Source: an optimization exercise on an open RTL-to-GDS flow (aim: small area and a short achievable clock period). Production flows keep margins and buffers that such runs may drop.
In this exercise RTL edits were held to simulation tests only and were not proved equivalent to the original.

== v54 ==
Design lng_unit, start of the top module:
module lng_unit (
    input  wire        clk,
    input  wire        rst,         
    input  wire        issue,
    input  wire [5:0]  op,
    input  wire [14:0] m,
    input  wire [39:0] a,
    input  wire [39:0] b,
    input  wire [39:0] acc_lo,      
    input  wire [39:0] acc_hi,      
    input  wire        psn,         
    input  wire [2:0]  slot,
    input  wire [19:0] origin,      
    output wire        ready,
    output wire        done,
    output wire        trap,
    output wire        pair,
    output wire [39:0] r0,
    output wire [39:0] r1,
    output wire [7:0]  cause,
    output wire [17:0] info
);
Size in the first run: roughly 250 flip-flops, about 54000 um^2 of cells after synthesis.
clock: 25.0 ns
lec_check: 0
abc_area: 1
cap_margin: 80
core_margin: 2
core_utilization: 40
slew_margin: 80
run.sh (not shown) runs the stock make flow with config.mk's settings and CLKGATE_MAP_FILE= SYNTH_SCRIPT=/design/flow/synth_recipe.tcl, a recipe that flattens the netlist after the stock synthesis.
Relative to v54, the following input files were edited for v5:
--- a/flow/config.mk
+++ b/flow/config.mk
@@ -9 +9 @@
-export CAP_MARGIN = 80
+export CAP_MARGIN = 75
@@ -12 +12 @@
-export SLEW_MARGIN = 80
+export SLEW_MARGIN = 75
Findings:
Per the comparison of v5 with v54, required time of the critical path barely changed, worst hold slack comparable. The lower non-clock buffer count of v5 and v54 is in v5. Re critical path's largest stage delay: v5 is 0.04 ns up on v54. Summary: with v54 as the reference, fmax in v5 moved up by more than 10%.
Modified inputs, v34 compared to v5
--- a/flow/config.mk
+++ b/flow/config.mk
@@ -9 +9 @@
-export CAP_MARGIN = 75
+export CAP_MARGIN = 50
@@ -12 +12 @@
-export SLEW_MARGIN = 75
+export SLEW_MARGIN = 50
==> notes.md <==
Re number of enable-type register cells in the synthesized netlist: no difference whatsoever between v34 and v5. [v34 vs v5] shortest clock period the worst path allows after layout: higher in v34. From v5 to v34 the numbers moved as follows: post-route worst hold slack roughly the same, total routed wire length on the met1 layer higher, final layout net count lower. Between v5 and v34, combined flip-flop and latch cell area is lower for v34, v5 comes in above that. | relative area change from synthesis to final layout | v34 vs v5 | 7.0 points lower |. Against v5 as the reference, v34 delivers a higher data arrival time of the critical path. Summary — met3 track demand over resource, v34 relative to v5: lower, by 1.1 points.
The following lists how v59 was set up differently from v34:
--- a/flow/config.mk
+++ b/flow/config.mk
@@ -9 +9 @@
-export CAP_MARGIN = 50
+export CAP_MARGIN = 65
@@ -12 +12 @@
-export SLEW_MARGIN = 50
+export SLEW_MARGIN = 65
## What came out
From v34 to v59 the numbers moved as follows: minimum clock period after layout shrank by 0.51 ns, peak clock frequency supported by timing now sits higher, ratio of final minimum period to clock period -2.1 points.
Taking v34 as the reference, in v59 final clock skew has decreased, cell count after placement has increased.

* * *

Another version of the RTL of lng_unit (not shown whole).
Size in the first run: roughly 8300 cells after synthesis, about 250 flip-flops, roughly 320 I/O pins, about 0.054 mm^2 of cells after synthesis.
Settings: LEC_CHECK=0, ABC_AREA=1, CAP_MARGIN=20, CORE_MARGIN=2, CORE_UTILIZATION=40, SLEW_MARGIN=20; clock period 25.0 ns.
Edit:
Settings changed: CAP_MARGIN 20 to 75, SLEW_MARGIN 20 to 75.
Effect: The new run produced a clean layout. Cell area went up by a little under a tenth. Setup slack improved by 1400 ps.
Edit:
Settings changed: CAP_MARGIN 75 to 50, SLEW_MARGIN 75 to 50.
What happened:
- fmax came out lower by 11%
- via count came out lower by 1.1%
- register-to-register slack loses 810 ps
- synthesized area is unchanged
- wire length barely changes
Edit:
Settings changed: CAP_MARGIN 50 to 90, SLEW_MARGIN 50 to 90.
With this change the flow died in 3_5_place_dp.
Synthesized cell count stays the same.
Area after synthesis stays the same.

* * *

lng_unit again, from the RTL that the note above started with.
make LEC_CHECK=0 ABC_AREA=1 CAP_MARGIN=50 CORE_MARGIN=2 CORE_UTILIZATION=50 SLEW_MARGIN=60 finish   # period 25.0 ns
The first run reached the layout checks and failed them: antenna rules.
Then changed:
Settings changed: CAP_MARGIN 50 to 65, CORE_UTILIZATION 50 to 40, SLEW_MARGIN 60 to 65.
- The changed run completed with no timing, DRC or antenna violations
- cell count is higher by 3.7%
- via count is lower by 3.6%
- fmax is higher by 2.3%
- setup slack is better by 0.22 ns
- flip-flop and latch count stays the same
- die area is higher by 25%
- area after synthesis does not change

## afterwards: timing with drivers on the ports
The results above use ideal ports. As a check the final layouts listed here were re-extracted and re-timed, cells and wires unchanged.
Step 1, drivers: a clkbuf_16 drives clk and a buf_2 each remaining input, both assumed.
Step 2 adds t to the input delays and takes it off the output delays; t is the mean of the earliest and latest rising clock arrival at the registers after step 1. Input paths then give back, and output paths get back, about the clock's delay inside the block.
a / b / c = ideal / step 1 / step 2; a / b = the first two.
run | t (ns) | setup WS [ns] | worst setup path at the end | clock arrival spread, ns
v54 | 0.727 | 14.409 / 14.409 / 14.409 | register to register | 0.080 / 0.080
v5 | 0.724 | 15.598 / 15.598 / 15.598 | register to register | 0.059 / 0.059
v34 | 0.714 | 15.213 / 15.213 / 15.004 | input to register | 0.073 / 0.073
v59 | 0.703 | 15.727 / 15.757 / 15.054 | input to register | 0.056 / 0.056
the first run of note 2 | 0.736 | 14.694 / 14.739 / 14.003 | input to register | 0.054 / 0.054
the second run of note 2 | 0.717 | 16.110 / 16.154 / 15.438 | input to register | 0.079 / 0.079
the third run of note 2 | 0.718 | 14.997 / 15.037 / 14.319 | input to register | 0.061 / 0.062
the first run of note 3 | 0.728 | 15.074 / 15.118 / 14.389 | input to register | 0.053 / 0.053
the second run of note 3 | 0.734 | 15.296 / 15.347 / 14.613 | input to register | 0.071 / 0.070
The setup slack of the first run of note 2, which loses most, moves by +0.045 ns with the drivers and by -0.691 ns with both steps.
